What follows belongs to an exercise in optimizing a design on an open flow for small area, a short achievable clock period and few clock cycles per item; a production flow would make more cautious choices. Function was checked by simulation only, so behaviour that the tests miss may differ from the original. Power figures rest on the tool's default switching activity, not on a simulated workload.

== build 86 ==
Design fpdivsqrt, start of the top module:
module fpdivsqrt (
    input  wire        clk,
    input  wire        rst,      
    input  wire        start,    
    input  wire        op,       
    input  wire [31:0] a,
    input  wire [31:0] b,
    output wire        ready,
    output reg         done,
    output reg  [31:0] result,
    output reg  [4:0]  flags
);
For scale: about 2100 cells after synthesis, roughly 160 flip-flops, ~110 I/O pins, ~0.014 mm2 of cells after synthesis.
==> flow/config.mk <==
export PLATFORM = sky130hd
export DESIGN_NAME = fpdivsqrt
export DESIGN_NICKNAME = fpdivsqrt
export VERILOG_FILES = /design/flow/design.v
export SDC_FILE = /design/flow/constraint.sdc
export NUM_CORES = 4
export LEC_CHECK = 0
export ABC_AREA = 1
export CAP_MARGIN = 20
export CORE_MARGIN = 2
export CORE_UTILIZATION = 40
export SETUP_SLACK_MARGIN = 1.9
export SLEW_MARGIN = 20
==> flow/constraint.sdc <==
create_clock -name core_clock -period 5.0 [get_ports {clk}]
set_input_delay 1.0000 -clock core_clock [delete_from_list [all_inputs] [get_ports {clk}]]
set_output_delay 1.0000 -clock core_clock [all_outputs]
set_load 0.01 [all_outputs]
standard.sh (not shown) runs the stock make flow with config.mk's settings and CLKGATE_MAP_FILE= SYNTH_SCRIPT=/design/flow/synth_recipe.tcl, a recipe that flattens the netlist after the stock synthesis.
==> flow/flow/run.sh <==
#!/bin/bash
# The standard layout (the standard.sh) with these changes:
#  - port buffers are the smallest buffer, sky130_fd_sc_hd__buf_1, which the
#    resizer may still upsize where timing or slew needs it;
#  - clock tree synthesis builds the tree from small clock buffers and
#    inserts no dummy loads.
# make's full output goes to run_make.log in this folder; ORFS's own per-step
# logs are under orfs/logs/.
set -euo pipefail
bash standard.sh \
  "BUFFER_PORTS_ARGS=-buffer_cell sky130_fd_sc_hd__buf_1" \
  "CTS_ARGS=-sink_clustering_enable -repair_clock_nets -dont_use_dummy_load -buf_list {sky130_fd_sc_hd__clkbuf_2 sky130_fd_sc_hd__clkbuf_4 sky130_fd_sc_hd__clkbuf_8}" \
  finish > run_make.log 2>&1
Build 86 closes out successfully: all stages finished, all timing, DRC and antenna checks passed.
Testbench counts of build 86, summed over its fixed seeds: cycles 162,076, ops 12,000.
Edits applied to the flow inputs when going from build 86 to build 11:
# build 86
export LEC_CHECK = 0
export ABC_AREA = 1
export CAP_MARGIN = 20
export CORE_MARGIN = 2
export CORE_UTILIZATION = 40
export SETUP_SLACK_MARGIN = 1.9
export SLEW_MARGIN = 20
create_clock -name core_clock -period 5.0 [get_ports {clk}]
# build 11
export LEC_CHECK = 0
export ABC_AREA = 1
export CAP_MARGIN = 20
export CORE_MARGIN = 2
export CORE_UTILIZATION = 40
export SETUP_SLACK_MARGIN = 2.2
export SLEW_MARGIN = 20
create_clock -name core_clock -period 5.0 [get_ports {clk}]
Results
Per the final summary, build 11 finished and its layout is clean on timing, DRC and antenna.
Relative to build 86, combinational share of power has increased by 2.9 points in build 11.
Compared with build 86, build 11 shows fmax higher by about 2.5%.
Summary — number of buffers other than clock buffers in the final layout, build 11 relative to build 86: higher, by 18.
Diff build 11..build 86 | count of multi-input combinational gates | negligible
On sequential power, build 11 and build 86 are basically level.
On worst setup slack after layout, the lower figure sits with build 86, not build 11.
Looking at wire length of the first global-routing pass across build 11 and build 86, the one that comes out higher is build 86.
### build 11 -> build 77
# build 11
export LEC_CHECK = 0
export ABC_AREA = 1
export CAP_MARGIN = 20
export CORE_MARGIN = 2
export CORE_UTILIZATION = 40
export SETUP_SLACK_MARGIN = 2.2
export SLEW_MARGIN = 20
create_clock -name core_clock -period 5.0 [get_ports {clk}]
# build 77
export LEC_CHECK = 0
export ABC_AREA = 1
export CAP_MARGIN = 20
export CORE_MARGIN = 2
export CORE_UTILIZATION = 50
export SETUP_SLACK_MARGIN = 2.0
export SLEW_MARGIN = 20
create_clock -name core_clock -period 5.0 [get_ports {clk}]
Results
Cell total after placement of build 77 falls short of that of build 11 by a few percent.
Between build 77 and build 11, the number of antenna violations at the first check in global routing is lower for build 77.
Going from build 11 to build 77, wire length of the first global-routing pass went up 1.5%, fraction of power consumed by sequential logic went up 0.9 points, reported net switching power went down about 3%.
[inputs] build 51 vs build 77
# build 77
export LEC_CHECK = 0
export ABC_AREA = 1
export CAP_MARGIN = 20
export CORE_MARGIN = 2
export CORE_UTILIZATION = 50
export SETUP_SLACK_MARGIN = 2.0
export SLEW_MARGIN = 20
create_clock -name core_clock -period 5.0 [get_ports {clk}]
# build 51
export LEC_CHECK = 0
export ABC_AREA = 1
export CAP_MARGIN = 20
export CORE_MARGIN = 2
export CORE_UTILIZATION = 40
export SETUP_SLACK_MARGIN = 1.7
export SLEW_MARGIN = 20
create_clock -name core_clock -period 5.0 [get_ports {clk}]
==> comparison <==
For the final cycle utilization of the critical path, build 51 came in 1.6 points higher than build 77 did. Worst hold slack delta (build 51 − build 77): favourable. Row count went up by more than 10% going from build 77 to build 51. Going from build 77 to build 51, per-cell routed wire length shrank by a little under 10%. Summary of build 51 over build 77: fmax now sits lower, first-iteration DRC count now sits lower, sequential share of cell area now sits higher. Via total after detailed routing in build 51 is 402 below build 77. Build 77 has a higher power per cell area than build 51.
--- input diff build 51..build 20 ---
# build 51
export LEC_CHECK = 0
export ABC_AREA = 1
export CAP_MARGIN = 20
export CORE_MARGIN = 2
export CORE_UTILIZATION = 40
export SETUP_SLACK_MARGIN = 1.7
export SLEW_MARGIN = 20
create_clock -name core_clock -period 5.0 [get_ports {clk}]
# build 20
export LEC_CHECK = 0
export ABC_AREA = 1
export CAP_MARGIN = 20
export CORE_MARGIN = 2
export CORE_UTILIZATION = 40
export SETUP_SLACK_MARGIN = 2.0
export SLEW_MARGIN = 20
create_clock -name core_clock -period 5.0 [get_ports {clk}]
The overall global routing resource usage on build 51 is in line with that on build 20. Going from build 51 to build 20, final instance count without filler cells has decreased; largest stage delay on the critical path up 30 ps; hold slack has decreased. The lower placed cell area came out of build 51.

static timing again, ports no longer ideal:
In the flow no input, the clock included, has a driving cell. The finished layouts below were timed again as built, in two steps.
Step 1 sets driving cells, clkbuf_16 on the clock port and buf_2 on the other inputs (assumed; they add their load-dependent delay and slew).
Step 2 moves the port delays by t, midway between the first and last clock arrival at a register: inputs arrive t later, outputs are due t later. That takes back most of the time a late clock gives input paths.
Three values: ideal ports, drivers, drivers and shift; two values: the first two.
| run | t, ns | setup WS [ns] | worst hold slack (ns) | pins driven straight from the clock port |
|---|---|---|---|---|
| build 86 | 0.501 | 1.945 / 1.945 / 1.495 | 0.443 / 0.443 / 0.443 | 1 |
| build 11 | 0.514 | 2.019 / 2.019 / 1.757 | 0.433 / 0.433 / 0.433 | 1 |
| build 77 | 0.482 | 1.937 / 1.937 / 1.686 | 0.412 / 0.412 / 0.412 | 1 |
| build 51 | 0.500 | 1.858 / 1.858 / 1.392 | 0.424 / 0.424 / 0.424 | 1 |
| build 20 | 0.505 | 1.971 / 1.971 / 1.603 | 0.412 / 0.412 / 0.412 | 1 |
After both steps every run listed still meets setup and hold. For build 51, which loses most, drivers alone change the setup slack by 0.000 ns; drivers and shift together by -0.466 ns.
